Source: an optimization exercise on an open RTL-to-GDS flow (aim: small area and a short achievable clock period). Production flows keep margins and buffers that such runs may drop.
Function was checked by simulation only, so behaviour that the tests miss may differ from the original.

==> run a: inputs <==
## frer_recov
module frer_recov (
    input  wire        clk,
    input  wire        rst,              
    input  wire        cfg_we,
    input  wire [2:0]  cfg_stream,
    input  wire        cfg_en,           
    input  wire [5:0]  cfg_hist_len_m1,  
    input  wire [10:0] cfg_reset_fr,     
    input  wire        cfg_recov_reset,  
    input  wire        in_valid,
    input  wire [2:0]  in_stream,
    input  wire        in_tagged,
    input  wire [15:0] in_seq,
    input  wire        tick,
    output reg         out_valid,
    output reg         out_pass,
    output reg  [2:0]  out_why,
    input  wire        rd_en,
    input  wire [2:0]  rd_stream,
    input  wire [3:0]  rd_sel,
    output reg         rd_valid,
    output reg  [15:0] rd_data
);
    localparam NS = 8;
    localparam [2:0] WHY_PASS     = 3'd0;
    localparam [2:0] WHY_OOO      = 3'd1;
    localparam [2:0] WHY_DUP      = 3'd2;
    localparam [2:0] WHY_ROGUE    = 3'd3;
    localparam [2:0] WHY_TAGLESS  = 3'd4;
    localparam [2:0] WHY_DISABLED = 3'd5;
    integer s, k, j;
    reg        en    [0:NS-1];
    reg [5:0]  hl_m1 [0:NS-1];
    reg [9:0]  rfr_m1[0:NS-1];
    wire       c_en_old = en[cfg_stream];
    wire [5:0] c_hl_old = hl_m1[cfg_stream];
    wire       c_rst    = cfg_recov_reset || (cfg_en != c_en_old) ||
                          (cfg_hist_len_m1 != c_hl_old);
    wire [10:0] c_rfr_m1 = cfg_reset_fr - 11'd1;
    always @(posedge clk) begin
        for (s = 0; s < NS; s = s + 1) begin
            if (rst)
                en[s] <= 1'b0;
            else if (cfg_we && cfg_stream == s[2:0])
                en[s] <= cfg_en;
            if (cfg_we && cfg_stream == s[2:0]) begin
                hl_m1[s]  <= cfg_hist_len_m1;
  ...
==> flow/config.mk <==
export PLATFORM = sky130hd
export DESIGN_NAME = frer_recov
export DESIGN_NICKNAME = frer_recov
export VERILOG_FILES = /design/flow/design.v
export SDC_FILE = /design/flow/constraint.sdc
export NUM_CORES = 4
export LEC_CHECK = 0
export CAP_MARGIN = 35
export CORE_MARGIN = 2
export CORE_UTILIZATION = 30
export CTS_CLUSTER_DIAMETER = 100
export CTS_CLUSTER_SIZE = 20
export SLEW_MARGIN = 35
export SYNTH_HIERARCHICAL = 1
==> flow/constraint.sdc <==
create_clock -name core_clock -period 60.0 [get_ports {clk}]
set_input_delay 12.0000 -clock core_clock [delete_from_list [all_inputs] [get_ports {clk}]]
set_output_delay 12.0000 -clock core_clock [all_outputs]
set_load 0.01 [all_outputs]
standard.sh (not shown) runs the stock make flow with config.mk's settings and CLKGATE_MAP_FILE= SYNTH_SCRIPT=/design/flow/synth_recipe.tcl, a recipe that flattens the netlist after the stock synthesis.
==> flow/flow/run.sh <==
#!/bin/bash
# Standard ORFS layout (the standard.sh, standard synthesis unchanged).
# Up to clock tree synthesis, the resizer's setup repair is asked to keep a
# large margin, so that it sizes the paths from the inputs instead of leaving
# minimum-size cells on them; routing and finishing then run as standard.
set -euo pipefail
bash standard.sh SETUP_SLACK_MARGIN=45.5 TNS_END_PERCENT=100 cts > make_cts.log 2>&1
bash standard.sh finish > make_finish.log 2>&1
==> inputs of run b, as changes to run a <==
--- a/flow/design.v
+++ b/flow/design.v
@@ -120,24 +120,12 @@
         reg   [16:0] t;
         begin
             t = {1'b0, a} + {10'd0, b};
             sat_inc = t[16] ? 16'hFFFF : t[15:0];
         end
     endfunction
-    wire [2:0]  g_type = out_pass ? 3'd0 :
-                         (out_why == WHY_DUP)     ? 3'd1 :
-                         (out_why == WHY_ROGUE)   ? 3'd3 :
-                         (out_why == WHY_TAGLESS) ? 3'd6 : 3'd7;
-    wire [15:0] g_old  = cnt[p_stream][g_type];
-    wire        g_clr  = p_rd_clr && p_rd_stream == p_stream && p_rd_cnt == g_type;
-    wire [15:0] g_base = g_clr ? 16'd0 : g_old;
-    wire [15:0] g_cnt  = (&g_base) ? g_base : g_base + 16'd1;
-    wire [15:0] o_old  = cnt[p_stream][2];
-    wire        o_clr  = p_rd_clr && p_rd_stream == p_stream && p_rd_cnt == 3'd2;
-    wire [15:0] o_base = o_clr ? 16'd0 : o_old;
-    wire [15:0] g_ooo  = (&o_base) ? o_base : o_base + 16'd1;
     reg        hit, upd, cr, ta1, fire, clr, kill;
     reg [16:0] cy;
     reg [9:0]  base;
     reg [6:0]  inc [0:7];
     always @(*) begin
         for (s = 0; s < NS; s = s + 1) begin
@@ -179,22 +167,18 @@
             inc[5] = {6'd0, fire};
             for (k = 0; k < 8; k = k + 1) begin
                 clr  = p_rd_clr && p_rd_stream == s[2:0] && p_rd_cnt == k[2:0];
                 kill = p_rst || clr;
                 if (k == 4) begin
                     st_cnt[s][k] = sat_inc(kill ? 16'd0 : cnt[s][k], inc[k]);
-                end else if (k == 5) begin
+                end else begin
                     cy[0] = inc[k][0] && !(&cnt[s][k]);
                     for (j = 0; j < 16; j = j + 1)
                         cy[j+1] = cy[j] && cnt[s][k][j];
                     for (j = 0; j < 16; j = j + 1)
                         st_cnt[s][k][j] = kill ? (j == 0 && inc[k][0]) : (cnt[s][k][j] ^ cy[j]);
-                end else if (k == 2) begin
-                    st_cnt[s][k] = inc[k][0] ? g_ooo : (kill ? 16'd0 : cnt[s][k]);
-                end else begin
-                    st_cnt[s][k] = (hit && g_type == k[2:0]) ? g_cnt : (kill ? 16'd0 : cnt[s][k]);
                 end
             end
             if (p_rst) begin
                 st_take_any[s] = 1'b1;
                 st_recov_z[s]  = 1'b1;
                 st_hist_z[s]   = 1'b1;
@@ -362,53 +346,26 @@
     input  wire [511:0]  v_hist,
     input  wire [1023:0] v_cnt,
     output reg  [15:0]   rd_mux
 );
     wire [7:0]  rd_s1 = 8'd1 << rd_stream;
     wire [15:0] rd_k1 = 16'd1 << rd_sel;
-    wire [127:0] part;
-    genvar g;
-    generate
-        for (g = 0; g < 8; g = g + 1) begin : st
-            frer_recov_rd1 u (
-                .pick(rd_s1[g]), .k1(rd_k1[13:0]), .ta(v_ta[g]),
-                .recov_z(v_recov_z[g]), .hist_z(v_hist_z[g]),
-                .recov(v_recov[16*g +: 16]), .hist(v_hist[64*g +: 64]),
-                .cnt(v_cnt[128*g +: 128]), .word(part[16*g +: 16]));
-        end
-    endgenerate
-    integer s;
+    reg         rsel;
+    integer s, k;
     always @(*) begin
         rd_mux = 16'd0;
-        for (s = 0; s < 8; s = s + 1)
-            rd_mux = rd_mux | part[16*s +: 16];
-    end
-endmodule
-module frer_recov_rd1 (
-    input  wire         pick,
-    input  wire [13:0]  k1,
-    input  wire         ta,
-    input  wire         recov_z,
-    input  wire         hist_z,
-    input  wire [15:0]  recov,
-    input  wire [63:0]  hist,
-    input  wire [127:0] cnt,
-    output reg  [15:0]  word
-);
-    reg     rsel;
-    integer k;
-    always @(*) begin
-        word = 16'd0;
-        for (k = 0; k < 8; k = k + 1) begin
-            rsel = pick && k1[k];
-            word = word | (cnt[16*k +: 16] & {16{rsel}});
-        end
-        rsel = pick && k1[8] && !recov_z;
-        word = word | (recov & {16{rsel}});
-        rsel = pick && k1[9];
-        word = word | {15'd0, ta && rsel};
-        for (k = 0; k < 4; k = k + 1) begin
-            rsel = pick && k1[10+k] && !hist_z;
-            word = word | (hist[16*k +: 16] & {16{rsel}});
+        for (s = 0; s < 8; s = s + 1) begin
+            for (k = 0; k < 8; k = k + 1) begin
+                rsel = rd_s1[s] && rd_k1[k];
+                rd_mux = rd_mux | (v_cnt[128*s+16*k +: 16] & {16{rsel}});
+            end
+            rsel = rd_s1[s] && rd_k1[8] && !v_recov_z[s];
+            rd_mux = rd_mux | (v_recov[16*s +: 16] & {16{rsel}});
+            rsel = rd_s1[s] && rd_k1[9];
+            rd_mux = rd_mux | {15'd0, v_ta[s] && rsel};
+            for (k = 0; k < 4; k = k + 1) begin
+                rsel = rd_s1[s] && rd_k1[10+k] && !v_hist_z[s];
+                rd_mux = rd_mux | (v_hist[64*s+16*k +: 16] & {16{rsel}});
+            end
         end
     end
 endmodule
Settings changed: CTS_CLUSTER_DIAMETER 100 to default, CTS_CLUSTER_SIZE 20 to default.
==> summary.txt <==
cell area after synthesis=0.1111 sq mm; status=complete, no violations; Iteration-0 DRC Markers=19,750; met1 usage=42.06%; reg2reg path depth=34; CP max-delay cell=nand4_1; reg2reg end=rd_data[8]
That was run b.
==> summary.txt <==
reg2reg path depth=40; CP max-delay cell=or4b_4; status=complete, no violations; cell area after synthesis=0.1065 sq mm; met1 usage=42.24%; Iteration-0 DRC Markers=16,790
That was run a.

## static timing again, ports no longer ideal
How much do the figures lean on ideal ports? The routed layouts below were timed once more, with nothing changed but the port constraints. Step 1: set_driving_cell puts a clkbuf_16 on clk and a buf_2 on each other input, an assumption about the parent block. Step 2, shift: input delay + t, output delay - t, t = (earliest + latest rising clock arrival at the registers) / 2. This alone moves slack from input paths to output paths. a / b / c = ideal ports / drivers / drivers and shift; a / b = the first two.
run	shift t [ns]	setup slack, ns	worst setup path after step 2	worst register clock-pin slew, ns
run a	1.046	44.314 / 44.168 / 43.122	input to register	0.10 / 0.10
run b	1.058	44.691 / 44.665 / 43.607	input to register	0.08 / 0.08
After both steps setup and hold are still met in every run listed. The setup slack of run a, which loses most, moves by -0.146 ns with the drivers and by -1.192 ns with both steps.
